This design comes from an exercise in tuning for small area, a short achievable clock period and few clock cycles per item on the open sky130 flow, not from production work. The RTL was checked by simulation tests, not by an equivalence proof against the original design.

`flow/design.v`:
```
module lcr_ageing (
    input  wire         clk,
    input  wire         rst,           
    input  wire         in_valid,
    output wire         in_ready,
    input  wire [511:0] in_curve,      
    input  wire [15:0]  in_dose,       
    input  wire [15:0]  in_scale,      
    input  wire [15:0]  in_target,     
    input  wire         in_age,        
    output wire         out_valid,
    output wire [16:0]  out_e,         
    output wire [16:0]  out_a          
);
    localparam integer F_OE    = 0;      
    localparam integer F_EE    = 16;     
    localparam integer F_OD    = 32;     
    localparam integer F_ED    = 48;     
    localparam integer F_KODD  = 64;     
    localparam integer F_DOSE  = 65;     
    localparam integer F_S     = 81;     
    localparam integer F_T     = 97;     
    localparam integer F_AGE   = 113;    
    localparam integer F_EFF0  = 114;    
    localparam integer F_NEG   = 130;    
    localparam integer F_MAG   = 131;    
    localparam integer F_DD    = 147;    
    localparam integer F_SPAN  = 163;    
    localparam integer F_RL    = 179;    
    localparam integer F_ERAW  = 211;    
    localparam integer F_X     = 227;    
    localparam integer F_E     = 259;    
    localparam integer F_SAT   = 276;    
    localparam integer F_R2    = 277;    
    localparam integer F_Q2    = 294;    
    localparam integer F_A     = 310;    
    localparam integer W       = 327;
    localparam integer NSTEP   = 37;
    localparam [NSTEP-1:0] CUT = (37'd1 << 36) | (37'd1 << 31) | (37'd1 << 24) | (37'd1 << 18)
                               | (37'd1 << 12) | (37'd1 << 5);
    assign in_ready = 1'b1;
    wire [15:0] oe, ee, od, ed;
    wire        kodd;
    lcr_ageing_pick u_pick (.curve(in_curve), .dose(in_dose), .kodd(kodd),
                            .oe(oe), .ee(ee), .od(od), .ed(ed));
    reg  [W-1:0] st0;
    reg          v0;
    always @(posedge clk) begin
        if (rst) v0 <= 1'b0;
        else     v0 <= in_valid;
        st0 <= {W{1'b0}};
        st0[F_OE +: 16]   <= oe;
        st0[F_EE +: 16]   <= ee;
        st0[F_OD +: 16]   <= od;
        st0[F_ED +: 16]   <= ed;
        st0[F_KODD]       <= kodd;
        st0[F_DOSE +: 16] <= in_dose;
        st0[F_S +: 16]    <= in_scale;
        st0[F_T +: 16]    <= in_target;
        st0[F_AGE]        <= in_age;
    end
    wire [W-1:0] st [0:NSTEP];
    wire         vv [0:NSTEP];
    assign st[0] = st0;
    assign vv[0] = v0;
    genvar g;
    generate
        for (g = 0; g < NSTEP; g = g + 1) begin : step
            wire [W-1:0] sin = st[g];
            reg  [W-1:0] nx;
            reg  [15:0]  e0, e1, d0, d1;
            reg  [16:0]  diff, t1;
            reg  [17:0]  full, up;
            reg          b;
            always @(*) begin
                nx   = sin;
                e0   = 16'd0; e1 = 16'd0; d0 = 16'd0; d1 = 16'd0;
                diff = 17'd0; t1 = 17'd0;
                full = 18'd0; up = 18'd0;
                b    = 1'b0;
                if (g == 0) begin
                    e0 = sin[F_KODD] ? sin[F_OE +: 16] : sin[F_EE +: 16];
                    e1 = sin[F_KODD] ? sin[F_EE +: 16] : sin[F_OE +: 16];
                    d0 = sin[F_KODD] ? sin[F_OD +: 16] : sin[F_ED +: 16];
                    d1 = sin[F_KODD] ? sin[F_ED +: 16] : sin[F_OD +: 16];
                    diff = {1'b0, e1} - {1'b0, e0};
                    nx[F_EFF0 +: 16] = e0;
                    nx[F_NEG]        = diff[16];
                    nx[F_MAG +: 16]  = diff[16] ? e0 - e1 : diff[15:0];
                    nx[F_DD +: 16]   = sin[F_DOSE +: 16] - d0;
                    nx[F_SPAN +: 16] = d1 - d0;
                    nx[F_OE +: 16]   = 16'd0;
                    nx[F_EE +: 16]   = 16'd0;
                    nx[F_OD +: 16]   = 16'd0;
                    nx[F_ED +: 16]   = 16'd0;
                    nx[F_KODD]       = 1'b0;
                    nx[F_DOSE +: 16] = 16'd0;
                end else if (g == 1 || g == 19) begin
                    if (g == 1) begin
                        nx[F_RL +: 32]  = sin[F_MAG +: 16] * sin[F_DD +: 16];
                        nx[F_MAG +: 16] = 16'd0;
                        nx[F_DD +: 16]  = 16'd0;
                    end else begin
                        nx[F_X +: 32]    = sin[F_ERAW +: 16] * sin[F_S +: 16];
                        nx[F_ERAW +: 16] = 16'd0;
                    end
                end else if (g <= 17) begin
                    t1 = {sin[F_RL + 16 +: 16], sin[F_RL + 15]} - {1'b0, sin[F_SPAN +: 16]};
                    nx[F_RL +: 32] = t1[16] ? {sin[F_RL +: 31], 1'b0} : {t1[15:0], sin[F_RL +: 15], 1'b1};
                    if (g == 17) nx[F_SPAN +: 16] = 16'd0;
                end else if (g == 18) begin
                    nx[F_ERAW +: 16] = sin[F_NEG] ? sin[F_EFF0 +: 16] - sin[F_RL +: 16] : sin[F_EFF0 +: 16] + sin[F_RL +: 16];
                    nx[F_EFF0 +: 16] = 16'd0;
                    nx[F_NEG]        = 1'b0;
                    nx[F_RL +: 32]   = 32'd0;
                end else if (g == 20) begin
                    up   = {1'b0, sin[F_X + 15 +: 17]} + {17'd0, |sin[F_X +: 15]};
                    full = 18'd32768 - {2'b00, sin[F_S +: 16]} + up;
                    nx[F_E +: 17] = (full[17] | (full == 18'd0)) ? 17'd1 : full[16:0];
                    nx[F_SAT]      = ~sin[F_AGE] | ({1'b0, sin[F_T +: 16]} >= nx[F_E +: 17]);
                    nx[F_R2 +: 17] = {1'b0, sin[F_T +: 16]};
                    nx[F_Q2 +: 16] = 16'd0;
                    nx[F_X +: 32]  = 32'd0;
                    nx[F_S +: 16]  = 16'd0;
                    nx[F_T +: 16]  = 16'd0;
                    nx[F_AGE]      = 1'b0;
                end else begin
                    full = {1'b0, sin[F_R2 +: 16], 1'b0} - {1'b0, sin[F_E +: 17]};
                    b    = full[17] & ~sin[F_R2 + 16];          
                    nx[F_R2 +: 17] = b ? {sin[F_R2 +: 16], 1'b0} : full[16:0];
                    nx[F_Q2 +: 16] = {sin[F_Q2 +: 15], ~b};
                    if (g == NSTEP - 1) begin
                        nx[F_A +: 17]  = sin[F_SAT] ? 17'd65536 : {1'b0, sin[F_Q2 +: 15], ~b};
                        nx[F_R2 +: 17] = 17'd0;
                        nx[F_Q2 +: 16] = 16'd0;
                        nx[F_SAT]      = 1'b0;
                    end
                end
            end
            if (CUT[g]) begin : cut
                reg [W-1:0] r;
                reg         v;
                always @(posedge clk) begin
                    if (rst) v <= 1'b0;
                    else     v <= vv[g];
                    r <= nx;
                end
                assign st[g+1] = r;
                assign vv[g+1] = v;
            end else begin : comb
                assign st[g+1] = nx;
                assign vv[g+1] = vv[g];
            end
        end
    endgenerate
    assign out_valid = vv[NSTEP];
    assign out_e     = st[NSTEP][F_E +: 17];
    assign out_a     = st[NSTEP][F_A +: 17];
endmodule
module lcr_ageing_lt16 (
    input  wire [15:0] a,
    input  wire [15:0] b,
    output wire        lt
);
    wire [15:0] l0 = ~a & b;
    wire [15:0] g0 = a & ~b;
    wire [7:0]  l1, g1;
    wire [3:0]  l2, g2;
    wire [1:0]  l3, g3;
    genvar i;
    generate
        for (i = 0; i < 8; i = i + 1) begin : t1
            assign l1[i] = l0[2*i+1] | (~g0[2*i+1] & l0[2*i]);
            assign g1[i] = g0[2*i+1] | (~l0[2*i+1] & g0[2*i]);
        end
        for (i = 0; i < 4; i = i + 1) begin : t2
            assign l2[i] = l1[2*i+1] | (~g1[2*i+1] & l1[2*i]);
            assign g2[i] = g1[2*i+1] | (~l1[2*i+1] & g1[2*i]);
        end
        for (i = 0; i < 2; i = i + 1) begin : t3
            assign l3[i] = l2[2*i+1] | (~g2[2*i+1] & l2[2*i]);
            assign g3[i] = g2[2*i+1] | (~l2[2*i+1] & g2[2*i]);
        end
    endgenerate
    assign lt = l3[1] | (~g3[1] & l3[0]);
endmodule
module lcr_ageing_pick (
    input  wire [511:0] curve,
    input  wire [15:0]  dose,
    output reg          kodd,
    output reg  [15:0]  oe,             
    output reg  [15:0]  ee,             
    output reg  [15:0]  od,             
    output reg  [15:0]  ed              
);
    integer j, m;
    wire [15:0] lt;                    
    reg  [15:0] le;                    
    assign lt[0] = 1'b0;
    genvar c;
    generate
        for (c = 1; c < 16; c = c + 1) begin : cmp
            lcr_ageing_lt16 u (.a(dose), .b(curve[32*c +: 16]), .lt(lt[c]));
        end
    endgenerate
    reg  [15:0] sel;                   
    reg  [7:0]  so;                    
    reg  [8:0]  se;                    
    always @(*) begin
        le = ~lt;
        for (j = 0; j < 15; j = j + 1)
            sel[j] = le[j] & ~le[j+1];
        sel[15] = le[15];
        kodd = 1'b0;
        for (m = 0; m < 8; m = m + 1) begin
            so[m] = sel[2*m] | sel[2*m+1];
            kodd  = kodd | sel[2*m+1];
        end
        se[0] = sel[0];
        for (m = 1; m < 8; m = m + 1)
            se[m] = sel[2*m] | sel[2*m-1];
        se[8] = sel[15];
        oe = 16'd0; ee = 16'd0; od = 16'd0; ed = 16'd0;
        for (m = 0; m < 8; m = m + 1) begin
            oe = oe | ({16{so[m]}} & curve[32*(2*m+1)+16 +: 16]);
            od = od | ({16{so[m]}} & curve[32*(2*m+1) +: 16]);
            ee = ee | ({16{se[m]}} & curve[32*(2*m)+16 +: 16]);
            ed = ed | ({16{se[m]}} & curve[32*(2*m) +: 16]);
        end
        ee = ee | ({16{se[8]}} &  curve[32*15+16 +: 16]);
        ed = ed | ({16{se[8]}} & ~curve[32*15 +: 16]);
    end
endmodule
```
`flow/run.sh`:
```
#!/bin/bash
# synth_recipe.tcl (not shown) runs the flow's synth.tcl, then flattens the netlist and writes it again
# the make line also repeats each setting of config.mk as NAME=value (left out here)
make -C /OpenROAD-flow-scripts/flow DESIGN_CONFIG=/design/flow/config.mk WORK_HOME=/design/flow/orfs CLKGATE_MAP_FILE= SYNTH_SCRIPT=/design/flow/synth_recipe.tcl finish
```
`flow/config.mk`:
```
export PLATFORM = sky130hd
export DESIGN_NAME = lcr_ageing
export DESIGN_NICKNAME = lcr_ageing
export VERILOG_FILES = /design/flow/design.v
export SDC_FILE = /design/flow/constraint.sdc
export NUM_CORES = 4
export LEC_CHECK = 0
export CAP_MARGIN = 20
export CORE_MARGIN = 2
export CORE_UTILIZATION = 40
export SLEW_MARGIN = 20
export SYNTH_HIERARCHICAL = 1
```
`flow/constraint.sdc`:
```
create_clock -name core_clock -period 115.0 [get_ports {clk}]
set_input_delay 23.0000 -clock core_clock [delete_from_list [all_inputs] [get_ports {clk}]]
set_output_delay 23.0000 -clock core_clock [all_outputs]
set_load 0.01 [all_outputs]
```
==> results of run 1 <==
## flip-flops by register name (all words and copies together) (netlist names)
signal and cells:
step.cut.v 6, step.cut.r 34, v0 1, st 330, st0 114
## path summary, 6_finish.rpt
| check | to | slack [ns] | depth (start not counted) |
|---|---|---|---|
| max | st0[39]$_DFF_P_ | 88.14 | 13 |
| min | st[19][91]$_DFF_P_ | 0.31 | 0 |
| max reg2reg | st[6][205]$_DFF_P_ | 89.72 | 99 |
| min reg2reg | st[19][91]$_DFF_P_ | 0.31 | 0 |
## logic make-up after synthesis
family,Yosys count,synth area share [%]
AND/OR/NAND/NOR,2398,17.3
buffers and inverters,1309,7.32
other,1,0.00547
flip-flops,485,14.2
AO/OA/AOI/OAI,2065,19.9
adder cells (fa/ha/maj),1421,29.9
XOR/XNOR,500,6.43
multiplexers,312,4.99
## layer usage
layer | wire, um | vias up | track usage [%]
met4 | 13500 | 22 | 13.5
met3 | 17400 | 483 | 6.05
met2 | 125000 | 1888 | 50.8
met1 | 118000 | 31200 | 39.0
li1 | - | 30600 | -
met5 | 138 | - | 0
## metrics by stage
stage,utilization (%),hold slack (ns),worst slack [ns],cell area (um2)
6_report,46.7,0.314,88.14,79300
5_1_grt,46.7,0.327,87.73,79300
4_1_cts,46.6,0.311,88.42,79200
3_5_place_dp,45.5,0.312,87.62,77200
3_3_place_gp,45.4,0.310,87.68,77200
2_1_floorplan,-,0.310,89.57,68600
## placed cells by master (no fill, tap or decap), types with 23 or more instances in the layout
cell type           n
clkdlybuf4s50_1   597
and2_1            204
o31ai_1            43
buf_4             101
nor2b_1           222
a221oi_1           39
a22oi_1           111
a21o_1            179
nor2_1            536
nor3_1            124
inv_1            1028
maj3_2             45
o21bai_1           64
nand3b_1           29
and3_1             45
fa_1              413
a21oi_1           497
or3_1              55
ha_1              828
dfxtp_1           484
or2_2              39
o221ai_1           46
xnor2_1           316
nand2_1           659
o21a_1            114
a21boi_0           66
o21ai_0           460
nand2b_1          174
clkbuf_16          59
mux2_2            171
nand3_1           186
and4_1             34
a211oi_1           61
a31oi_1            57
o211ai_1           35
maj3_1            135
o211a_1            23
xor2_1            165
mux2i_1           123
a222oi_1           67
## per-module statistics from Yosys (local to each module, per instance)
module | flip-flops and latches | cells inside | cell area [um2]
lcr_ageing | 485 | 7315 | 60600
lcr_ageing_lt16 | 0 | 45 | 313
lcr_ageing_pick | 0 | 501 | 3260
## critical path: stages
cell and delay (ns):
clkdlybuf4s50_1 0.45, buf_4 0.34, inv_1 0.11, maj3_1 0.36, maj3_1 0.38, a221oi_1 0.37, a31oi_1 0.18, nor2b_2 0.15
buf_4 0.38, or2_1 0.95, buf_4 0.48, a222oi_1 0.12, nand3_1 0.17
## final cells by class
class / instances / area share (%)
Timing Repair Buffer: 700 / 8.51
Tap cell: 2218 / 3.50
Inverter: 1050 / 4.97
Sequential cell: 485 / 12.3
Clock inverter: 41 / 0.533
Clock buffer: 70 / 2.00
Multi-Input combinational cell: 6697 / 68.2
Antenna cell: 22 / 0.0694
## Yosys cell counts, types with 23 or more instances
master and number:
a211oi_1 61, a31oi_1 59, nor2_1 536, fa_1 413, nand2b_1 174, a222oi_1 67
and3_1 45, ha_1 828, and4_1 34, nor2b_1 226, or3_1 55, nor3_1 124
maj3_1 135, nand3_1 186, o31ai_1 43, a21boi_0 66, or2_2 38, o21bai_1 65
a221oi_1 39, o211a_1 23, mux2i_1 123, a21o_1 179, a22oi_1 111, a21oi_1 497
clkbuf_1 196, mux2_2 171, o21ai_0 460, nand3b_1 29, o211ai_1 35, nand2_1 659
xor2_1 170, and2_1 204, buf_2 26, o21a_1 114, dfxtp_1 485, inv_1 1028
xnor2_1 327, maj3_2 45, buf_1 26, o221ai_1 46
==> results.txt, run 1 <==
status finished clean; Hold Fails Final Rpt 0; GPL Wtd Cong 1.06; drt first pass iters 10; CTS tree built; hold path start st[13][91]$_DFF_P_; Max Buffers Root-to-Sink 3; Max Transition Viols Final 0; MaxCap Viol Count 0; clk root buf clkbuf_16; clock sinks 485; DRC violations left 0; worst path required time 115.67 ns; FFs w/ async S/R, synth 0%; Slew headroom 21.7%; Worst EP arrival 27.53 ns; Site Rows 151; Clk Latency, worst-skew pair 0.74 ns; I/O Pins 600; Synth cell types 103; Syn Area/Cell 8.08 um2; layout cells sized above 1 6.27%; Final Setup Violations 0; critical path class in -> reg; synthesized area 68600 um2; Period minus WS final 26.86 ns; Cells after Synth 8491; Peak Freq 0.0372 GHz; Routed Antenna Nets 0; DR vias 64200; Worst Setup SP in_dose[13]; first-pass GRT wire length 407000 um; ys flop type dfxtp_1; initial antenna violation count 44; skew final 0.0641 ns; synthesis warning total 8; full die area 175000 um2; EDFF count, synth 0; RSZ-0062 raised after global routing false; DIE HEIGHT 418 um; worst-path fanout max 32; DR vias/cell 5.69; sequential cell area fraction in the yosys report 14.2%; cts hold-fix bufs 0; width of the die 418 um; Setup crit start kind primary input; Fin Setup TNS 0 ns; Hold WC Path Type reg -> reg; placeable core area 170000 um2; GRT Residual Overflow 0; detailed-placement wirelength estimate 228000 um; Cells after DPL 11100; Synth Net Count 10300; clock transition at the registers of the reported paths 0.07 ns; All-Layer GR Usage 30.8%; #FFs+latches synth 485; 1st-iter DRT viols 4957; RR Startpoint st0[0]$_DFF_P_; Final #Nets 10800; DRT Wirelength 274000 um; Sequential Area 9710 um2; Initial Utilization 40.4%; Fillers 16600; top cell type's share of synthesized area 15.1%; area of the multi-input gates 54000 um2; P&R area growth vs syn 15.6%; Layout Cells excl Fill 11300; H-tree level count 2; CTS resizes 0; Worst Max-Slew Pin Slew 1.17 ns; CTS Buf Count 59; Yosys top cell by area ha_1; routed length per instance 24.3 um; largest net degree at the start of global routing 56; # port buffers 598; Synth area leaders ha_1, dfxtp_1, fa_1, inv_1, xnor2_1; fin crit share 23.4%; Worst Setup End Kind register; # Post-CTS Setup Buffers 0; vias in the first global route 63500
Testbench counts, summed over its fixed seeds: cycles 8,248, items 8,192.
==> run 2, diff against run 1 <==
--- a/flow/design.v
+++ b/flow/design.v
@@ -36,8 +36,8 @@
     localparam integer F_A     = 310;    
     localparam integer W       = 327;
     localparam integer NSTEP   = 37;
-    localparam [NSTEP-1:0] CUT = (37'd1 << 36) | (37'd1 << 31) | (37'd1 << 24) | (37'd1 << 18)
-                               | (37'd1 << 12) | (37'd1 << 5);
+    localparam [NSTEP-1:0] CUT = (37'd1 << 36) | (37'd1 << 30) | (37'd1 << 23) | (37'd1 << 18)
+                               | (37'd1 << 11) | (37'd1 << 4);
     assign in_ready = 1'b1;
     wire [15:0] oe, ee, od, ed;
     wire        kodd;
@@ -68,27 +68,31 @@
         for (g = 0; g < NSTEP; g = g + 1) begin : step
             wire [W-1:0] sin = st[g];
             reg  [W-1:0] nx;
-            reg  [15:0]  e0, e1, d0, d1;
+            reg  [15:0]  e0, d0, d1;
             reg  [16:0]  diff, t1;
             reg  [17:0]  full, up;
             reg          b;
+            reg  [31:0]  ps, pc, pp, ns;
+            integer      k;
             always @(*) begin
                 nx   = sin;
-                e0   = 16'd0; e1 = 16'd0; d0 = 16'd0; d1 = 16'd0;
+                e0   = 16'd0; d0 = 16'd0; d1 = 16'd0;
                 diff = 17'd0; t1 = 17'd0;
                 full = 18'd0; up = 18'd0;
                 b    = 1'b0;
+                ps   = 32'd0; pc = 32'd0; pp = 32'd0; ns = 32'd0;
                 if (g == 0) begin
-                    e0 = sin[F_KODD] ? sin[F_OE +: 16] : sin[F_EE +: 16];
-                    e1 = sin[F_KODD] ? sin[F_EE +: 16] : sin[F_OE +: 16];
-                    d0 = sin[F_KODD] ? sin[F_OD +: 16] : sin[F_ED +: 16];
-                    d1 = sin[F_KODD] ? sin[F_ED +: 16] : sin[F_OD +: 16];
-                    diff = {1'b0, e1} - {1'b0, e0};
-                    nx[F_EFF0 +: 16] = e0;
-                    nx[F_NEG]        = diff[16];
-                    nx[F_MAG +: 16]  = diff[16] ? e0 - e1 : diff[15:0];
-                    nx[F_DD +: 16]   = sin[F_DOSE +: 16] - d0;
-                    nx[F_SPAN +: 16] = d1 - d0;
+                    diff = {1'b0, sin[F_OE +: 16]} - {1'b0, sin[F_EE +: 16]};
+                    e0   = sin[F_EE +: 16] - sin[F_OE +: 16];
+                    nx[F_MAG +: 16]  = diff[16] ? e0 : diff[15:0];
+                    nx[F_NEG]        = sin[F_KODD] ? (~diff[16] & (diff[15:0] != 16'd0)) : diff[16];
+                    nx[F_EFF0 +: 16] = sin[F_KODD] ? sin[F_OE +: 16] : sin[F_EE +: 16];
+                    d0 = sin[F_DOSE +: 16] - sin[F_OD +: 16];
+                    d1 = sin[F_DOSE +: 16] - sin[F_ED +: 16];
+                    nx[F_DD +: 16]   = sin[F_KODD] ? d0 : d1;
+                    d0 = sin[F_ED +: 16] - sin[F_OD +: 16];
+                    d1 = sin[F_OD +: 16] - sin[F_ED +: 16];
+                    nx[F_SPAN +: 16] = sin[F_KODD] ? d0 : d1;
                     nx[F_OE +: 16]   = 16'd0;
                     nx[F_EE +: 16]   = 16'd0;
                     nx[F_OD +: 16]   = 16'd0;
@@ -96,12 +100,19 @@
                     nx[F_KODD]       = 1'b0;
                     nx[F_DOSE +: 16] = 16'd0;
                 end else if (g == 1 || g == 19) begin
+                    for (k = 0; k < 16; k = k + 1) begin
+                        if (g == 1) pp = {16'd0, sin[F_MAG +: 16] & {16{sin[F_DD + k]}}} << k;
+                        else        pp = {16'd0, sin[F_ERAW +: 16] & {16{sin[F_S + k]}}} << k;
+                        ns = ps ^ pc ^ pp;
+                        pc = ((ps & pc) | (ps & pp) | (pc & pp)) << 1;
+                        ps = ns;
+                    end
                     if (g == 1) begin
-                        nx[F_RL +: 32]  = sin[F_MAG +: 16] * sin[F_DD +: 16];
+                        nx[F_RL +: 32]  = ps + pc;
                         nx[F_MAG +: 16] = 16'd0;
                         nx[F_DD +: 16]  = 16'd0;
                     end else begin
-                        nx[F_X +: 32]    = sin[F_ERAW +: 16] * sin[F_S +: 16];
+                        nx[F_X +: 32]    = ps + pc;
                         nx[F_ERAW +: 16] = 16'd0;
                     end
                 end else if (g <= 17) begin
==> run 2 against run 1 <==
Effect of this change: first-iteration DRC count down 16%; count of clock-buffer cells in the layout decreased by 2; maximum frequency is 1.4% lower; critical path type unchanged; largest cell class unchanged.
==> results.txt, run 2 <==
EDFF count, synth 0 (unchanged); DR vias 59500 (-7.3%); DRT Wirelength 257000 um (-6.1%); status finished clean; GPL Wtd Cong 1.09 (+3.3%); DR vias/cell 5.64 (-0.74%); width of the die 407 um (-2.8%); PnR worst setup slack 87.76 ns (-0.375 ns); synthesis warning total 8 (unchanged); synth cell count leaders nand2_1, inv_1, ha_1; Max Buffers Root-to-Sink 3 (unchanged); Min Hold Slack 0.317 ns (+0.00293 ns); detailed-placement wirelength estimate 218000 um (-4.7%); xor/xnor share of the synthesized area 6.65% (+0.21 points); Worst Max-Slew Pin Slew 1.18 ns (+0.00732 ns); routed length per instance 24.4 um (+0.54%); Hold WC Path Type reg -> reg; Synth Area in Compound Gates 20.6% (+0.72 points); DIE HEIGHT 407 um (-2.8%); worst path required time 115.54 ns (-0.13 ns); most common cell after layout, fill and taps aside nand2_1; Period minus WS final 27.24 ns (+0.375 ns); sequential cell area fraction in the yosys report 14.9% (+0.76 points); Peak Freq 0.0367 GHz (-1.4%); Final #Nets 10000 (-7.2%); # port buffers 598 (unchanged); Worst EP arrival 27.77 ns (+0.24 ns); Clk Latency, worst-skew pair 0.71 ns (-0.03 ns); post-synthesis mux area share 4.55% (-0.44 points); Cells after Synth 7836 (-7.7%); initial antenna violation count 22 (-50%); drt first pass iters 8 (-2); top cell type's share of synthesized area 14.9% (-0.19 points); clock transition at the registers of the reported paths 0.07 ns (about the same); Initial Utilization 40.3% (-0.063 points); Worst Setup End Kind register; I/O Pins 600 (unchanged); 1st-iter DRT viols 4157 (-16%); first-pass GRT wire length 378000 um (-7.2%); RSZ-0062 raised after global routing false; full die area 165000 um2 (-5.5%); cts hold-fix bufs 0 (unchanged); synthesized area 64800 um2 (-5.5%); Synth Area in Simple Gates 17.0% (-0.25 points); Fillers 15900 (-4.1%); Routed Antenna Nets 0 (unchanged); Synth Area in Adders 30.1% (+0.27 points); CTS Buf Count 59 (unchanged); clk root buf clkbuf_16; MaxCap Viol Count 0 (unchanged); Final Util 46.8% (+0.11 points); P&R area growth vs syn 16.1%; Yosys top cell by area dfxtp_1; H-tree level count 2 (unchanged); DRC violations left 0 (unchanged); critical path class in -> reg; Setup crit start kind primary input; CTS resizes 0 (unchanged); clock sinks 483 (-0.41%); Final Setup Violations 0 (unchanged); vias in the first global route 59000 (-7.0%); Slew headroom 20.8% (-0.86 points); skew final 0.0306 ns (-0.0335 ns); Max Transition Viols Final 0 (unchanged); # Post-CTS Setup Buffers 0 (unchanged); GRT Residual Overflow 0 (unchanged); Hold Fails Final Rpt 0 (unchanged); Fin Setup TNS 0 ns (unchanged); #FFs+latches synth 483 (-0.41%); pre-CTS setup slack 87.17 ns (-0.450 ns); FFs w/ async S/R, synth 0% (unchanged); Site Rows 147 (-2.6%); max FFs per register 328 (-0.61%); All-Layer GR Usage 30.6% (-0.21 points); fin crit share 23.7% (+0.33 points); most frequent cell after synthesis nand2_1; largest family of logic cells by synthesized area adder cells; Cells after DPL 10400 (-6.6%); Synth area leaders dfxtp_1, fa_1, ha_1, xnor2_1, nand2_1; largest net degree at the start of global routing 52 (-7.1%); Syn Area/Cell 8.27 um2 (+2.4%); commonest non-fill, non-tap cells in the layout nand2_1, inv_1, ha_1, clkdlybuf4s50_1, a21oi_1; Synth Net Count 9544 (-7.3%); layout cells sized above 1 6.85% (+0.58 points); cell area after layout 75200 um2 (-5.1%); Layout Cells excl Fill 10500 (-6.6%); ys flop type dfxtp_1; worst-path fanout max 32 (unchanged); Synth cell types 111 (+7.8%); CTS tree built; placeable core area 161000 um2 (-5.4%); dpl cell area 73100 um2 (-5.4%)
[run 2: cell types whose count changed after synthesis, moves of 26 or more]
cell	change
mux2_2	+29
nor2_1	-48
fa_1	+35
and2_1	-80
o221ai_1	-26
nand3_1	-41
ha_1	-132
o21ai_0	-63
mux2i_1	-67
inv_1	-310
nand2_1	+104
clkbuf_1	-31
[run 2: modules after synthesis (local to each module, per instance)]
module	flops+latches	area [um2]	cells	times used
lcr_ageing_lt16	0	313	45	15
lcr_ageing_pick	0	3260	501	1
lcr_ageing	483	56900	6660	1
[run 2: cell families (layout without fill, tap and decap cells)]
family,Yosys count,after routing
buffers and inverters,994,1518
muxes,267,267
adders and majority gates,1324,1324
other,1,20
and+or+nand+nor,2286,2286
xor gates and xnor gates,486,486
DFF,483,483
AOI/OAI and AO/OA,1995,1995
[run 2: critical path, stage by stage]
cell,delay (ns)
clkdlybuf4s50_1,0.57
buf_4,0.35
nor2b_1,0.20
maj3_1,0.39
a211oi_1,0.26
a221oi_1,0.13
a31oi_1,0.60
nor2b_2,0.08
buf_4,0.29
or2_1,0.58
buf_4,0.38
a222oi_1,0.78
nand3_1,0.15
[run 2: worst paths after layout]
check	from	endpoint	slack, ns	cells past startpoint
max reg2reg	st0[17]$_DFF_P_	st[5][208]$_DFF_P_	91.20	87
min reg2reg	st[10][81]$_DFF_P_	st[12][81]$_DFF_P_	0.32	0
max	in_dose[6]	st0[44]$_DFF_P_	87.76	13
min	st[10][81]$_DFF_P_	st[12][81]$_DFF_P_	0.32	0
[run 2: area by class of cell]
type	instances	area (um2)	area share, %
Timing Repair Buffer	665	6490	8.63
Sequential cell	483	9670	12.9
Tap cell	2160	2700	3.59
Clock inverter	42	505	0.672
Inverter	743	2800	3.72
Multi-Input combinational cell	6359	51400	68.4
Antenna cell	19	47.5	0.0632
Clock buffer	68	1570	2.09
[run 2: routing by layer]
| layer | wire (um) | track usage, % | share of wire (%) | up-vias |
|---|---|---|---|---|
| met5 | 72 | 0 | 0.028 | - |
| li1 | - | - | - | 28500 |
| met3 | 14000 | 4.69 | 5.4 | 516 |
| met2 | 123000 | 53.4 | 48 | 1865 |
| met1 | 99100 | 34.2 | 39 | 28600 |
| met4 | 21400 | 21.1 | 8.3 | 12 |
Testbench counts of run 2, summed over its fixed seeds: cycles 8,248, items 8,192.
==> run 3, diff against run 2 <==
--- a/flow/design.v
+++ b/flow/design.v
@@ -214,23 +214,21 @@
             lcr_ageing_lt16 u (.a(dose), .b(curve[32*c +: 16]), .lt(lt[c]));
         end
     endgenerate
-    reg  [15:0] sel;                   
     reg  [7:0]  so;                    
     reg  [8:0]  se;                    
     always @(*) begin
         le = ~lt;
-        for (j = 0; j < 15; j = j + 1)
-            sel[j] = le[j] & ~le[j+1];
-        sel[15] = le[15];
         kodd = 1'b0;
-        for (m = 0; m < 8; m = m + 1) begin
-            so[m] = sel[2*m] | sel[2*m+1];
-            kodd  = kodd | sel[2*m+1];
-        end
-        se[0] = sel[0];
+        for (m = 0; m < 7; m = m + 1) begin
+            so[m] = le[2*m] & ~le[2*m+2];
+            kodd  = kodd | (le[2*m+1] & ~le[2*m+2]);
+        end
+        so[7] = le[14];
+        kodd  = kodd | le[15];
+        se[0] = ~le[1];
         for (m = 1; m < 8; m = m + 1)
-            se[m] = sel[2*m] | sel[2*m-1];
-        se[8] = sel[15];
+            se[m] = le[2*m-1] & ~le[2*m+1];
+        se[8] = le[15];
         oe = 16'd0; ee = 16'd0; od = 16'd0; ed = 16'd0;
         for (m = 0; m < 8; m = m + 1) begin
             oe = oe | ({16{so[m]}} & curve[32*(2*m+1)+16 +: 16]);
==> flow/flow/run.sh (new file) <==
#!/bin/bash
# The standard layout, with every port buffered by the smallest buffer cell
# (buf_1) instead of the cell buffer_ports picks by itself.
set -e
export BUFFER_PORTS_ARGS="-buffer_cell sky130_fd_sc_hd__buf_1"
bash standard.sh > standard.log 2>&1
==> flow/standard.sh (new file) <==
#!/bin/bash
# synth_recipe.tcl (not shown) runs the flow's synth.tcl, then flattens the netlist and writes it again
# the make line also repeats each setting of config.mk as NAME=value (left out here)
make -C /OpenROAD-flow-scripts/flow DESIGN_CONFIG=/design/flow/config.mk WORK_HOME=/design/flow/orfs CLKGATE_MAP_FILE= SYNTH_SCRIPT=/design/flow/synth_recipe.tcl "${@:-finish}"
removed: flow/run.sh
==> run 3 against run 2 <==
Effect of this change: still clean on timing, DRC and antenna; count of clock-buffer cells in the layout up 3; synthesized area is essentially flat; final cell count is essentially flat; wire length fell by 3.3%; maximum frequency grew 4.3%; worst setup slack gained 1.1 ns; register-to-register slack got worse by 1.7 ns; via count grew 0.49%; hold slack lost 0.0027 ns; first-iteration DRC count rose by 4.5%; critical endpoint is now st0[35]$_DFF_P_; highest routed layer unchanged.
==> results.txt, run 3 <==
post-synthesis mux area share 5.10% (+0.55 points); sequential cell area fraction in the yosys report 14.9% (about the same); Cells after Synth 7829 (-0.089%); vias in the first global route 59800 (+1.2%); MaxCap Viol Count 0 (unchanged); top cell type's share of synthesized area 14.9% (about the same); routed length per instance 23.6 um (-3.4%); synthesized area 64800 um2 (about the same); skew final 0.0727 ns (+0.0421 ns); RR Startpoint st[10][164]$_DFF_P_; I/O Pins 600 (unchanged); Hold Crit Depth 0 (unchanged); CTS resizes 0 (unchanged); Clk Latency, worst-skew pair 0.74 ns (+0.03 ns); Slew headroom 22.7% (+1.8 points); Final Util 44.7% (-2.1 points); clock transition at the registers of the reported paths 0.06 ns (about the same); worst path required time 115.65 ns (+0.11 ns); ys flop type dfxtp_1; # port buffers 598 (unchanged); clock sinks 483 (unchanged); largest net degree at the start of global routing 58 (+12%); Site Rows 147 (unchanged); EDFF count, synth 0 (unchanged); Fin Setup TNS 0 ns (unchanged); FFs w/ async S/R, synth 0% (unchanged); P&R area growth vs syn 10.9%; clk root buf clkbuf_16; Period minus WS final 26.11 ns (-1.12 ns); GRT Residual Overflow 0 (unchanged); full die area 165000 um2 (about the same); # Post-CTS Setup Buffers 0 (unchanged); commonest non-fill, non-tap cells in the layout nand2_1, inv_1, ha_1, buf_1, nor2_1; All-Layer GR Usage 29.8% (-0.88 points); Cells after DPL 10400 (+0.0096%); Synth cell types 96 (-14%); Synth Area in Compound Gates 19.9% (-0.74 points); Syn Area/Cell 8.27 um2 (about the same); Final #Nets 10000 (+0.040%); GPL Wtd Cong 1.10 (+0.11%); Hold WC Path Type reg -> reg; most common cell after layout, fill and taps aside nand2_1; Setup crit start kind primary input; dpl cell area 69500 um2 (-4.9%); r2r endpoint st[12][209]$_DFF_P_; first-pass GRT wire length 373000 um (-1.5%); Hold Fails Final Rpt 0 (unchanged); Final Setup Violations 0 (unchanged); 1st-iter DRT viols 4344 (+4.5%); critical path class in -> reg; CP max stage delay 0.69 ns (-0.09 ns); Routed Antenna Nets 0 (unchanged); layout cells sized above 1 7.02% (+0.16 points); worst-path fanout max 34 (+6.3%); Synth area leaders dfxtp_1, fa_1, ha_1, nand2_1, inv_1; Worst Setup End Kind register; most frequent cell after synthesis nand2_1; buffers plus inverters on the worst setup path 3 (-1); #FFs+latches synth 483 (unchanged); drt first pass iters 7 (-1); detailed-placement wirelength estimate 208000 um (-4.2%); reg2reg setup slack 89.50 ns (-1.70 ns); R2R cell count 102 (+17%); cell area after layout 71800 um2 (-4.5%); Yosys top cell by area dfxtp_1; placeable core area 161000 um2 (unchanged); fin crit share 22.7% (-0.98 points); hold path start st[5][187]$_DFF_P_; H-tree level count 2 (unchanged); crit-path cells clkbuf_2, nor2b_1, maj3_1, maj3_1, a221oi_1, a31oi_4, buf_4, nor2b_2, buf_4, a222oi_1, nand3_1; width of the die 406 um (about the same); status finished clean; largest family of logic cells by synthesized area adder cells; Synth Area in Adders 30.2% (about the same); CTS tree built; synthesis warning total 8 (unchanged); CP max stage cell clkbuf_2; Layout Cells excl Fill 10500 (+0.066%); RSZ-0062 raised after global routing false; synth cell count leaders nand2_1, inv_1, ha_1; Synth Net Count 9537 (-0.073%); hold path endpoint st[12][194]$_DFF_P_; DR vias/cell 5.67 (+0.42%); Worst Max-Slew Pin Slew 1.16 ns (-0.0254 ns); DRC violations left 0 (unchanged); Worst EP arrival 26.76 ns (-1.01 ns); DR vias 59800 (+0.49%); Peak Freq 0.0383 GHz (+4.3%); DRT Wirelength 249000 um (-3.3%); max FFs per register 328 (unchanged); xor/xnor share of the synthesized area 6.14% (-0.51 points); cts hold-fix bufs 0 (unchanged); CTS Buf Count 61 (+3.4%); Synth Area in Simple Gates 17.7% (+0.70 points); DIE HEIGHT 406 um (about the same); Initial Utilization 40.3% (about the same); Max Transition Viols Final 0 (unchanged); initial antenna violation count 63 (+190%); Max Buffers Root-to-Sink 3 (unchanged); Top delay family on crit path buffers and inverters
## run 3: cell types whose count changed after synthesis, sizes merged, moves of 27 or more
cell	previous run	this run
buf	86	57
and4	38	3
a21oi	511	458
a22oi	109	67
a21o	190	163
xnor2	339	302
inv	741	772
and3b	2	94
## run 3: routing by layer
layer  vias up  wire length [um]  global-route usage, %  part of all wire [%]
li1      28400                 -                      -                     -
met1     28900            104000                   35.9                    42
met2      1833            114000                   50.0                    46
met5         -               229                      0                 0.092
met3       587             15200                   5.58                   6.1
met4        38             15200                   15.8                   6.1
## run 3: cell families after synthesis
| group | after synthesis |
|---|---|
| buffers and inverters | 1019 |
| adder cells (fa/ha/maj) | 1324 |
| AO/OA/AOI/OAI | 1899 |
| multiplexers | 299 |
| XOR/XNOR | 452 |
| AND/OR/NAND/NOR | 2352 |
| flip-flops | 483 |
| other | 1 |
## run 3: metrics by stage
stage / setup WS, ns / hold WS (ns)
detailed placement: 88.22 / 0.312
global route: 87.08 / 0.323
CTS: 89.00 / 0.318
floorplan: 89.74 / 0.310
finish: 88.89 / 0.314
global placement: 88.35 / 0.311
## run 3: Yosys stat by module, one instance, submodules excluded
module	copies in the design	area [um2]	flops+latches
lcr_ageing	1	56500	483
lcr_ageing_lt16	15	313	0
lcr_ageing_pick	1	3530	0
## run 3: layout make-up
cell class                 instances  area (um2)
antenna                           21        52.6
clock buffer                      71        1630
clock inverter                    42         612
fill                           16300       88900
inverter                         773        2900
multi-input combinational       6327       51500
sequential                       483        9670
tap                             2160        2700
timing repair buffer             669        2790
## run 3: how the worst max path moves through the flow
stage | startpoint | to | cells after the start
floorplan | in_dose[4] | st0[29]$_DFF_P_ | 9
global placement | in_dose[12] | st0[32]$_DFF_P_ | 10
detailed placement | in_dose[12] | st0[36]$_DFF_P_ | 10
CTS | in_dose[12] | st0[36]$_DFF_P_ | 10
global route | st[10][164]$_DFF_P_ | st[12][209]$_DFF_P_ | 102
finish | in_dose[12] | st0[35]$_DFF_P_ | 11
Testbench counts of run 3, summed over its fixed seeds: cycles 8,248, items 8,192.
==> run 4, diff against run 3 <==
--- a/flow/design.v
+++ b/flow/design.v
@@ -83,16 +83,13 @@
                 ps   = 32'd0; pc = 32'd0; pp = 32'd0; ns = 32'd0;
                 if (g == 0) begin
                     diff = {1'b0, sin[F_OE +: 16]} - {1'b0, sin[F_EE +: 16]};
-                    e0   = sin[F_EE +: 16] - sin[F_OE +: 16];
-                    nx[F_MAG +: 16]  = diff[16] ? e0 : diff[15:0];
+                    nx[F_MAG +: 16]  = (diff[15:0] ^ {16{diff[16]}}) + {15'd0, diff[16]};
                     nx[F_NEG]        = sin[F_KODD] ? (~diff[16] & (diff[15:0] != 16'd0)) : diff[16];
                     nx[F_EFF0 +: 16] = sin[F_KODD] ? sin[F_OE +: 16] : sin[F_EE +: 16];
-                    d0 = sin[F_DOSE +: 16] - sin[F_OD +: 16];
-                    d1 = sin[F_DOSE +: 16] - sin[F_ED +: 16];
-                    nx[F_DD +: 16]   = sin[F_KODD] ? d0 : d1;
-                    d0 = sin[F_ED +: 16] - sin[F_OD +: 16];
+                    d0 = sin[F_KODD] ? sin[F_OD +: 16] : sin[F_ED +: 16];
+                    nx[F_DD +: 16]   = sin[F_DOSE +: 16] - d0;
                     d1 = sin[F_OD +: 16] - sin[F_ED +: 16];
-                    nx[F_SPAN +: 16] = sin[F_KODD] ? d0 : d1;
+                    nx[F_SPAN +: 16] = (d1 ^ {16{sin[F_KODD]}}) + {15'd0, sin[F_KODD]};
                     nx[F_OE +: 16]   = 16'd0;
                     nx[F_EE +: 16]   = 16'd0;
                     nx[F_OD +: 16]   = 16'd0;
==> run 4 against run 3 <==
Effect of this change: maximum frequency is 0.18% lower; synthesized area is 0.96% lower; critical path depth stayed put; hold slack better by 0.00070 ns; critical endpoint is now st0[44]$_DFF_P_; highest routed layer unchanged.
==> results.txt, run 4 <==
placeable core area 159000 um2 (-1.2%); drt first pass iters 10 (+3); commonest non-fill, non-tap cells in the layout nand2_1, inv_1, ha_1, buf_1, nor2_1; Initial Utilization 40.4% (+0.12 points); DIE HEIGHT 404 um (-0.48%); Max Transition Viols Final 0 (unchanged); cts hold-fix bufs 0 (unchanged); hold path endpoint st[19][107]$_DFF_P_; skew final 0.0511 ns (-0.0216 ns); hold path start st[12][107]$_DFF_P_; clock sinks 483 (unchanged); clk root buf clkbuf_16; Hold Fails Final Rpt 0 (unchanged); RR Startpoint st[24][260]$_DFF_P_; fin crit share 22.7% (+0.042 points); I/O Pins 600 (unchanged); Hold Crit Depth 0 (unchanged); clock transition at the registers of the reported paths 0.06 ns (about the same); critical path class in -> reg; vias in the first global route 59900 (+0.23%); DRC violations left 0 (unchanged); RSZ-0062 raised after global routing false; Routed Antenna Nets 0 (unchanged); Clk Latency, worst-skew pair 0.70 ns (-0.04 ns); 1st-iter DRT viols 4804 (+11%); Site Rows 146 (-0.68%); worst path required time 115.62 ns (-0.03 ns); CTS Buf Count 67 (+9.8%); largest net degree at the start of global routing 65 (+12%); P&R area growth vs syn 11.3%; reg2reg setup slack 90.01 ns (+0.51 ns); most frequent cell after synthesis nand2_1; Period minus WS final 26.16 ns (+0.0479 ns); Setup crit start kind primary input; Worst Setup End Kind register; CTS tree built; Synth Net Count 9420 (-1.2%); width of the die 404 um (-0.48%); Peak Freq 0.0382 GHz (-0.18%); status finished clean; DRT Wirelength 257000 um (+3.4%); initial antenna violation count 48 (-24%); Final #Nets 9928 (-0.95%); Yosys top cell by area dfxtp_1; GPL Wtd Cong 1.13 (+3.5%); DR vias/cell 5.77 (+1.8%); synth cell count leaders nand2_1, inv_1, ha_1; Fillers 15900 (-2.0%); H-tree level count 3 (+1); All-Layer GR Usage 31.4% (+1.7 points); CTS resizes 0 (unchanged); Worst Max-Slew Pin Slew 1.21 ns (+0.0537 ns); Synth area leaders dfxtp_1, fa_1, ha_1, xnor2_1, nand2_1; Worst EP arrival 26.78 ns (+0.02 ns); detailed-placement wirelength estimate 212000 um (+1.9%); sequential cell area fraction in the yosys report 15.1% (+0.15 points); GRT Residual Overflow 0 (unchanged); top cell type's share of synthesized area 15.1% (+0.15 points); EDFF count, synth 0 (unchanged); routed length per instance 24.7 um (+4.7%); Final Setup Violations 0 (unchanged); first-pass GRT wire length 382000 um (+2.6%); # Post-CTS Setup Buffers 0 (unchanged); Hold WC Path Type reg -> reg; Slew headroom 19.3% (-3.3 points); r2r endpoint st[31][293]$_DFF_P_; DR vias 60100 (+0.60%); # port buffers 598 (unchanged); full die area 164000 um2 (-0.95%); layout cells sized above 1 6.68% (-0.33 points); Cells after Synth 7742 (-1.1%); most common cell after layout, fill and taps aside nand2_1; Max Buffers Root-to-Sink 3 (unchanged); Syn Area/Cell 8.29 um2 (+0.15%); #FFs+latches synth 483 (unchanged); Fin Setup TNS 0 ns (unchanged); synthesized area 64100 um2 (-0.96%); MaxCap Viol Count 0 (unchanged); FFs w/ async S/R, synth 0% (unchanged); R2R cell count 87 (-15%); Synth cell types 94 (-2.1%); ys flop type dfxtp_1; worst-path fanout max 17 (-50%); max FFs per register 328 (unchanged); synthesis warning total 8 (unchanged)
## run 4: critical path, stage by stage
cell      delay, ns
clkbuf_2       0.60
inv_1          0.14
maj3_1         0.39
maj3_1         0.38
a221oi_1       0.31
a31oi_1        0.08
buf_4          0.19
nor2b_2        0.88
buf_4          0.40
a222oi_1       0.17
nand3_1        0.19
## run 4: cell families after synthesis
kind of cell,synth area share (%)
AOI/OAI and AO/OA,19.9
adders and majority gates,29.8
and+or+nand+nor,18.0
buffers and inverters,5.77
DFF,15.1
xor gates and xnor gates,7.40
muxes,4.06
other,0.00585
## run 4: worst max path at each step
stage / slack, ns / startpoint / end
3_3_place_gp: 88.24 / in_dose[13] / st0[57]$_DFF_P_
5_1_grt: 88.01 / st[10][164]$_DFF_P_ / st[12][199]$_DFF_P_
4_1_cts: 89.02 / in_dose[13] / st0[57]$_DFF_P_
3_5_place_dp: 88.28 / in_dose[13] / st0[57]$_DFF_P_
2_1_floorplan: 89.74 / in_dose[4] / st0[29]$_DFF_P_
6_report: 88.84 / in_dose[13] / st0[44]$_DFF_P_
## run 4: layout make-up
type	instances	area (um2)	share of cell area, %
inverter	721	2710	3.79
timing repair buffer	682	2890	4.05
sequential	483	9670	13.6
clock inverter	42	548	0.768
antenna	45	113	0.158
tap	2072	2590	3.63
clock buffer	82	1810	2.54
multi-input combinational	6295	51000	71.5
## run 4: stage by stage
| stage | hold slack (ns) | area [um2] | cells | utilization, % | setup WS (ns) |
|---|---|---|---|---|---|
| 3_3_place_gp | 0.310 | 68900 | 10300 | 43.4 | 88.24 |
| 2_1_floorplan | 0.310 | 64100 | 7742 | - | 89.74 |
| 3_5_place_dp | 0.312 | 68900 | 10300 | 43.4 | 88.28 |
| 6_report | 0.315 | 71400 | 10400 | 45.0 | 88.84 |
| 5_1_grt | 0.315 | 71300 | 10400 | 44.9 | 88.01 |
| 4_1_cts | 0.308 | 71200 | 10400 | 44.9 | 89.02 |
## run 4: per-layer routing
metal	up-vias	routed length (um)	GRT usage (%)	part of all wire [%]
met5	-	83	0	0.032
met4	14	24600	25.7	9.6
met3	722	17300	7.23	6.7
met2	2024	120000	52.7	47
met1	29200	95400	33.8	37
li1	28200	-	-	-
## run 4: Yosys stat by module (local to each module, per instance)
module           area (um2)  flops+latches
lcr_ageing            55900            483
lcr_ageing_lt16         313              0
lcr_ageing_pick        3530              0
Testbench counts of run 4, summed over its fixed seeds: cycles 8,248, items 8,192.
==> run 5, diff against run 4 <==
--- a/flow/config.mk
+++ b/flow/config.mk
@@ -8,5 +8,6 @@
 export CAP_MARGIN = 20
 export CORE_MARGIN = 2
 export CORE_UTILIZATION = 40
+export CTS_BUF_LIST = sky130_fd_sc_hd__clkbuf_4 sky130_fd_sc_hd__clkbuf_8
 export SLEW_MARGIN = 20
 export SYNTH_HIERARCHICAL = 1
==> run 5 against run 4 <==
Effect of this change: critical path type unchanged; hold slack worse by 0.047 ns; flip-flop and latch count unchanged; critical path depth unchanged; worst setup slack better by 0.21 ns; count of clock-buffer cells in the layout grew 40; non-clock buffer count did not move; highest routed layer unchanged; die area is the same; clock skew rose by 0.035 ns.
==> results.txt, run 5 <==
Worst EP arrival 26.77 ns (about the same); Site Rows 146 (unchanged); Peak Freq 0.0385 GHz (+0.80%); worst path required time 115.82 ns (+0.20 ns); synthesized area 64100 um2 (unchanged); max FFs per register 328 (unchanged); MaxCap Viol Count 0 (unchanged); placeable core area 159000 um2 (unchanged); cts hold-fix bufs 0 (unchanged); critical path class in -> reg; first-pass GRT wire length 384000 um (+0.47%); FFs w/ async S/R, synth 0% (unchanged); # Post-CTS Setup Buffers 0 (unchanged); Setup crit start kind primary input; width of the die 404 um (unchanged); Worst Setup End Kind register; Syn Area/Cell 8.29 um2 (unchanged); vias in the first global route 60000 (+0.22%); RSZ-0062 raised after global routing false; Routed Antenna Nets 0 (unchanged); Synth Net Count 9420 (unchanged); GRT Residual Overflow 0 (unchanged); clock transition at the registers of the reported paths 0.07 ns (about the same); skew final 0.0858 ns (+0.0348 ns); Hold Fails Final Rpt 0 (unchanged); detailed-placement wirelength estimate 212000 um (unchanged); Final Setup Violations 0 (unchanged); top cell type's share of synthesized area 15.1% (unchanged); Yosys top cell by area dfxtp_1; initial antenna violation count 45 (-6.3%); Max Buffers Root-to-Sink 3 (unchanged); fin crit share 22.6% (-0.18 points); DIE HEIGHT 404 um (unchanged); Fillers 16000 (+0.42%); most common cell after layout, fill and taps aside nand2_1; P&R area growth vs syn 11.1%; R2R cell count 88 (+1.1%); DRC violations left 0 (unchanged); All-Layer GR Usage 31.6% (+0.19 points); most frequent cell after synthesis nand2_1; DR vias/cell 5.75 (-0.34%); 1st-iter DRT viols 4967 (+3.4%); crit path to st0[57]$_DFF_P_; clk root buf clkbuf_8; Final Util 44.9% (-0.058 points); Sequential Area 9670 um2 (unchanged); Worst Setup SP in_dose[13]; CTS Buf Count 93 (+39%); worst-path fanout max 36 (+19); reg2reg setup slack 89.98 ns (-0.03 ns); Cells after Synth 7742 (unchanged); routed length per instance 24.7 um (+0.24%); Cells after DPL 10300 (unchanged); #FFs+latches synth 483 (unchanged); ys flop type dfxtp_1; DRT Wirelength 259000 um (+0.67%); Clk Latency, worst-skew pair 0.88 ns (+0.18 ns); Layout Cells excl Fill 10500 (+0.43%); dpl cell area 68900 um2 (unchanged); synth cell count leaders nand2_1, inv_1, ha_1; Initial Utilization 40.4% (unchanged); full die area 164000 um2 (unchanged); Fin Setup TNS 0 ns (unchanged); layout cells sized above 1 7.35% (+0.67 points); r2r endpoint st[12][197]$_DFF_P_; sequential cell area fraction in the yosys report 15.1% (unchanged); # port buffers 598 (unchanged); EDFF count, synth 0 (unchanged); Final #Nets 9954 (+0.26%); status finished clean; clock sinks 483 (unchanged); drt first pass iters 9 (-1); CTS resizes 0 (unchanged); DR vias 60200 (+0.093%); Period minus WS final 25.95 ns (-0.209 ns); RR Startpoint st[10][164]$_DFF_P_; synthesis warning total 8 (unchanged); Synth area leaders dfxtp_1, fa_1, ha_1, xnor2_1, nand2_1; area of the multi-input gates 51000 um2 (unchanged); largest net degree at the start of global routing 65 (unchanged); Worst Max-Slew Pin Slew 1.24 ns (+0.0329 ns); Hold WC Path Type reg -> reg; Max Transition Viols Final 0 (unchanged); GPL Wtd Cong 1.13 (unchanged); I/O Pins 600 (unchanged); H-tree level count 3 (unchanged); commonest non-fill, non-tap cells in the layout nand2_1, inv_1, ha_1, buf_1, nor2_1; cell area after layout 71300 um2 (-0.13%); CTS tree built; Slew headroom 17.1% (-2.2 points); Synth cell types 94 (unchanged)
-- run 5: cell count changes in the layout (fill, tap and decap cells not counted), sizes merged, moves of 3 or more --
cell,change
clkbuf,+43
clkinvlp,+8
inv,-7
bufinv,+6
diode,-4
buf,-3
-- run 5: worst min-delay path by stage --
stage / start / cells past startpoint / endpoint / slack, ns
CTS: st[10][114]$_DFF_P_ / 0 / st[12][114]$_DFF_P_ / 0.30
detailed placement: st[10][116]$_DFF_P_ / 0 / st[12][116]$_DFF_P_ / 0.31
global route: st[10][114]$_DFF_P_ / 0 / st[12][114]$_DFF_P_ / 0.30
finish: st[10][114]$_DFF_P_ / 0 / st[12][114]$_DFF_P_ / 0.27
floorplan: st0[100]$_DFF_P_ / 0 / st[10][100]$_DFF_P_ / 0.31
global placement: st[12][83]$_DFF_P_ / 0 / st[19][83]$_DFF_P_ / 0.31
-- run 5: kinds of logic (layout without fill, tap and decap cells) --
kind of cell             count (synthesis)  count (layout)  synth area share [%]
AND/OR/NAND/NOR                       2347            2347                  18.0
AO/OA/AOI/OAI                         1872            1872                  19.9
adder cells (fa/ha/maj)               1294            1294                  29.8
buffers and inverters                  964            1576                  5.77
XOR/XNOR                               542             542                  7.40
flip-flops                             483             483                  15.1
multiplexers                           239             239                  4.06
other                                    1              42               0.00585
-- run 5: area by class of cell --
class,instances,share of cell area (%)
repair buffers,682,4.06
clock buffers,122,2.20
diodes,41,0.144
multi-input cells,6295,71.6
inverters,721,3.80
clock inverters,51,0.994
flip-flops and latches,483,13.6
well taps,2072,3.64
-- run 5: Yosys stat by module, one instance, submodules excluded --
module	cells	flops+latches
lcr_ageing	6605	483
lcr_ageing_pick	462	0
lcr_ageing_lt16	45	0
-- run 5: metrics by stage --
step	hold slack [ns]	worst slack (ns)
final	0.267	89.05
after global routing	0.298	87.94
after CTS	0.295	89.22
after detailed placement	0.312	88.28
after global placement	0.310	88.24
after floorplan	0.310	89.74
-- run 5: critical path: stages --
cell,delay (ns)
clkbuf_2,0.61
inv_1,0.15
maj3_1,0.39
maj3_1,0.38
a221oi_1,0.45
a31oi_4,0.04
buf_4,0.29
nor2b_2,0.69
buf_4,0.38
a222oi_1,0.17
nand3_1,0.14
-- run 5: metal layers --
layer	wire, um	track usage (%)
met5	87	0
met4	24500	24.8
met3	18200	7.77
met2	120000	53.2
met1	95600	33.9
==> run 6, diff against run 5 <==
--- a/flow/config.mk
+++ b/flow/config.mk
@@ -9,5 +9,5 @@
 export CORE_MARGIN = 2
 export CORE_UTILIZATION = 40
 export CTS_BUF_LIST = sky130_fd_sc_hd__clkbuf_4 sky130_fd_sc_hd__clkbuf_8
-export SLEW_MARGIN = 20
+export SLEW_MARGIN = 70
 export SYNTH_HIERARCHICAL = 1
==> run 6 against run 5 <==
Effect of this change: global-route usage up 0.13 points; highest routed layer unchanged; largest cell class unchanged; final area grew 2.7%; still clean on timing, DRC and antenna.
==> results.txt, run 6 <==
CP max stage cell a221oi_1; Worst Max-Slew Pin Slew 0.519 ns (-0.724 ns); FFs w/ async S/R, synth 0% (unchanged); CTS tree built; Cells after Synth 7742 (unchanged); All-Layer GR Usage 31.7% (+0.13 points); Max Transition Viols Final 0 (unchanged); top cell type's share of synthesized area 15.1% (unchanged); CTS resizes 0 (unchanged); # Post-CTS Setup Buffers 0 (unchanged); cts hold-fix bufs 0 (unchanged); Max Buffers Root-to-Sink 3 (unchanged); most common cell after layout, fill and taps aside nand2_1; clock transition at the registers of the reported paths 0.06 ns (about the same); Setup crit start kind primary input; Peak Freq 0.0390 GHz (+1.3%); Hold Fails Final Rpt 0 (unchanged); vias in the first global route 60500 (+0.82%); clk root buf clkbuf_8; GRT Residual Overflow 0 (unchanged); GPL Wtd Cong 1.13 (unchanged); EDFF count, synth 0 (unchanged); DRC violations left 0 (unchanged); Site Rows 146 (unchanged); initial antenna violation count 53 (+18%); layout cells sized above 1 11.3% (+4.0 points); synthesized area 64100 um2 (unchanged); Hold WC Path Type reg -> reg; # port buffers 598 (unchanged); CP max stage delay 0.40 ns (-0.29 ns); H-tree level count 3 (unchanged); ys flop type dfxtp_1; MaxCap Viol Count 0 (unchanged); P&R area growth vs syn 14.1%; DRT Wirelength 259000 um (+0.22%); Initial Utilization 40.4% (unchanged); skew final 0.115 ns (+0.0291 ns); Synth cell types 94 (unchanged); Synth area leaders dfxtp_1, fa_1, ha_1, xnor2_1, nand2_1; worst path required time 115.74 ns (-0.08 ns); Final #Nets 10000 (+0.46%); synth cell count leaders nand2_1, inv_1, ha_1; routed length per instance 24.6 um (-0.34%); Synth Area in Adders 29.8% (unchanged); Slew headroom 65.4% (+48 points); Top delay family on crit path buffers and inverters; clock sinks 483 (unchanged); first-pass GRT wire length 385000 um (+0.34%); I/O Pins 600 (unchanged); Worst EP arrival 26.34 ns (-0.43 ns); Final Util 46.1% (+1.2 points); drt first pass iters 12 (+3); post-synthesis mux area share 4.06% (unchanged); Layout Cells excl Fill 10500 (+0.56%); max FFs per register 328 (unchanged); Clk Latency, worst-skew pair 0.89 ns (about the same); largest family of logic cells by synthesized area adder cells; Cells after DPL 10300 (+0.39%); Fin Setup TNS 0 ns (unchanged); commonest non-fill, non-tap cells in the layout nand2_1, inv_1, ha_1, nor2_1, a21oi_1; #FFs+latches synth 483 (unchanged); worst-path fanout max 31 (-14%); Worst Setup End Kind register; status finished clean; Synth Area in Compound Gates 19.9% (unchanged); most frequent cell after synthesis nand2_1; DR vias/cell 5.74 (-0.15%); Period minus WS final 25.61 ns (-0.343 ns); DR vias 60400 (+0.42%); placeable core area 159000 um2 (unchanged); Final Setup Violations 0 (unchanged); 1st-iter DRT viols 4632 (-6.7%); detailed-placement wirelength estimate 214000 um (+0.65%); fin crit share 22.3% (-0.30 points); Routed Antenna Nets 0 (unchanged); largest net degree at the start of global routing 61 (-6.2%); full die area 164000 um2 (unchanged); sequential cell area fraction in the yosys report 15.1% (unchanged); synthesis warning total 8 (unchanged); Syn Area/Cell 8.29 um2 (unchanged); Yosys top cell by area dfxtp_1; RSZ-0062 raised after global routing false; Synth Area in Simple Gates 18.0% (unchanged); crit-path cells buf_1, buf_6, nor2b_1, maj3_1, maj3_1, a221oi_1, a31oi_2, buf_4, buf_16, nor2b_2, buf_4, a221oi_1, buf_1, nand3_1; width of the die 404 um (unchanged); buffers plus inverters on the worst setup path 6 (+2); critical path class in -> reg; Synth Net Count 9420 (unchanged); DIE HEIGHT 404 um (unchanged); xor/xnor share of the synthesized area 7.40% (unchanged); CTS Buf Count 92 (-1.1%)
-- run 6: cell count changes in the layout (fill, tap and decap cells not counted), sizes merged --
cell and delta:
clkdlybuf4s50 +1, inv -6, diode +11, clkbuf +18
clkdlybuf4s25 +2, clkinvlp -4, bufinv +5, clkinv +2
buf +30
-- run 6: logic make-up (layout without fill, tap and decap cells) --
kind of cell    count (synthesis)  count (layout)
flops                         483             483
fa+ha+maj                    1294            1294
mux                           239             239
buf+inv                       964            1624
other cells                     1              53
xor+xnor                      542             542
compound gates               1872            1872
simple gates                 2347            2347
-- run 6: metal layers --
metal / global-route usage [%] / vias to the layer above / part of all wire, %
met2: 53.2 / 2127 / 47
met5: 0 / - / 0.048
li1: - / 28400 / -
met1: 33.9 / 29200 / 37
met3: 8.18 / 705 / 6.9
met4: 25.2 / 18 / 9.5
-- run 6: cell type report --
cell class,instances,area (um2)
repair buffers,729,3510
flip-flops and latches,483,9760
clock inverters,48,852
multi-input cells,6295,52100
fillers,15700,85500
diodes,52,130
clock buffers,126,1600
well taps,2072,2590
inverters,721,2710
-- run 6: worst paths after layout --
path / from / to / slack [ns] / cells past startpoint
hold reg to reg: st[24][296]$_DFF_P_ / st[31][303]$_DFF_P_ / 0.31 / 0
hold / removal: st[24][296]$_DFF_P_ / st[31][303]$_DFF_P_ / 0.31 / 0
setup / recovery: in_dose[12] / st0[60]$_DFF_P_ / 89.39 / 14
setup reg to reg: st0[0]$_DFF_P_ / st[5][199]$_DFF_P_ / 91.21 / 94
-- run 6: Yosys stat by module (local to each module, per instance) --
module / area, um2 / copies in the design / cells / flops+latches
lcr_ageing_pick: 3530 / 1 / 462 / 0
lcr_ageing_lt16: 313 / 15 / 45 / 0
lcr_ageing: 55900 / 1 / 6605 / 483
-- run 6: stage by stage --
step	hold slack [ns]	cell area [um2]	setup slack [ns]
global route	0.318	73100	89.31
CTS	0.317	72700	89.59
floorplan	0.310	64100	89.74
finish	0.313	73200	89.39
global placement	0.310	68900	88.24
detailed placement	0.312	70200	88.63

port drivers added, routing unchanged:
The results above use ideal ports. As a check the final layouts listed here were re-extracted and re-timed, cells and wires unchanged.
Step 1: set_driving_cell puts a clkbuf_16 on clk and a buf_2 on each other input, an assumption about the parent block.
Step 2 adds t to the input delays and takes it off the output delays; t is the mean of the earliest and latest rising clock arrival at the registers after step 1. Input paths then give back, and output paths get back, about the clock's delay inside the block.
Three values: no drivers, after step 1, after step 2; two values: the first two.
| run | t (ns) | setup slack, ns | slew at the worst register clock pin (ns) |
|---|---|---|---|
| run 1 | 0.786 | 88.138 / 88.191 / 87.405 | 0.08 / 0.08 |
| run 2 | 0.784 | 87.763 / 87.810 / 87.026 | 0.07 / 0.07 |
| run 3 | 0.784 | 88.887 / 88.809 / 88.025 | 0.08 / 0.08 |
| run 4 | 0.772 | 88.839 / 88.858 / 88.087 | 0.07 / 0.07 |
| run 5 | 0.940 | 89.048 / 89.061 / 88.121 | 0.08 / 0.08 |
| run 6 | 0.922 | 89.391 / 89.434 / 88.512 | 0.08 / 0.08 |
After both steps setup and hold are still met in every run listed. The setup slack of run 5, which loses most, moves by +0.013 ns with the drivers and by -0.927 ns with both steps.
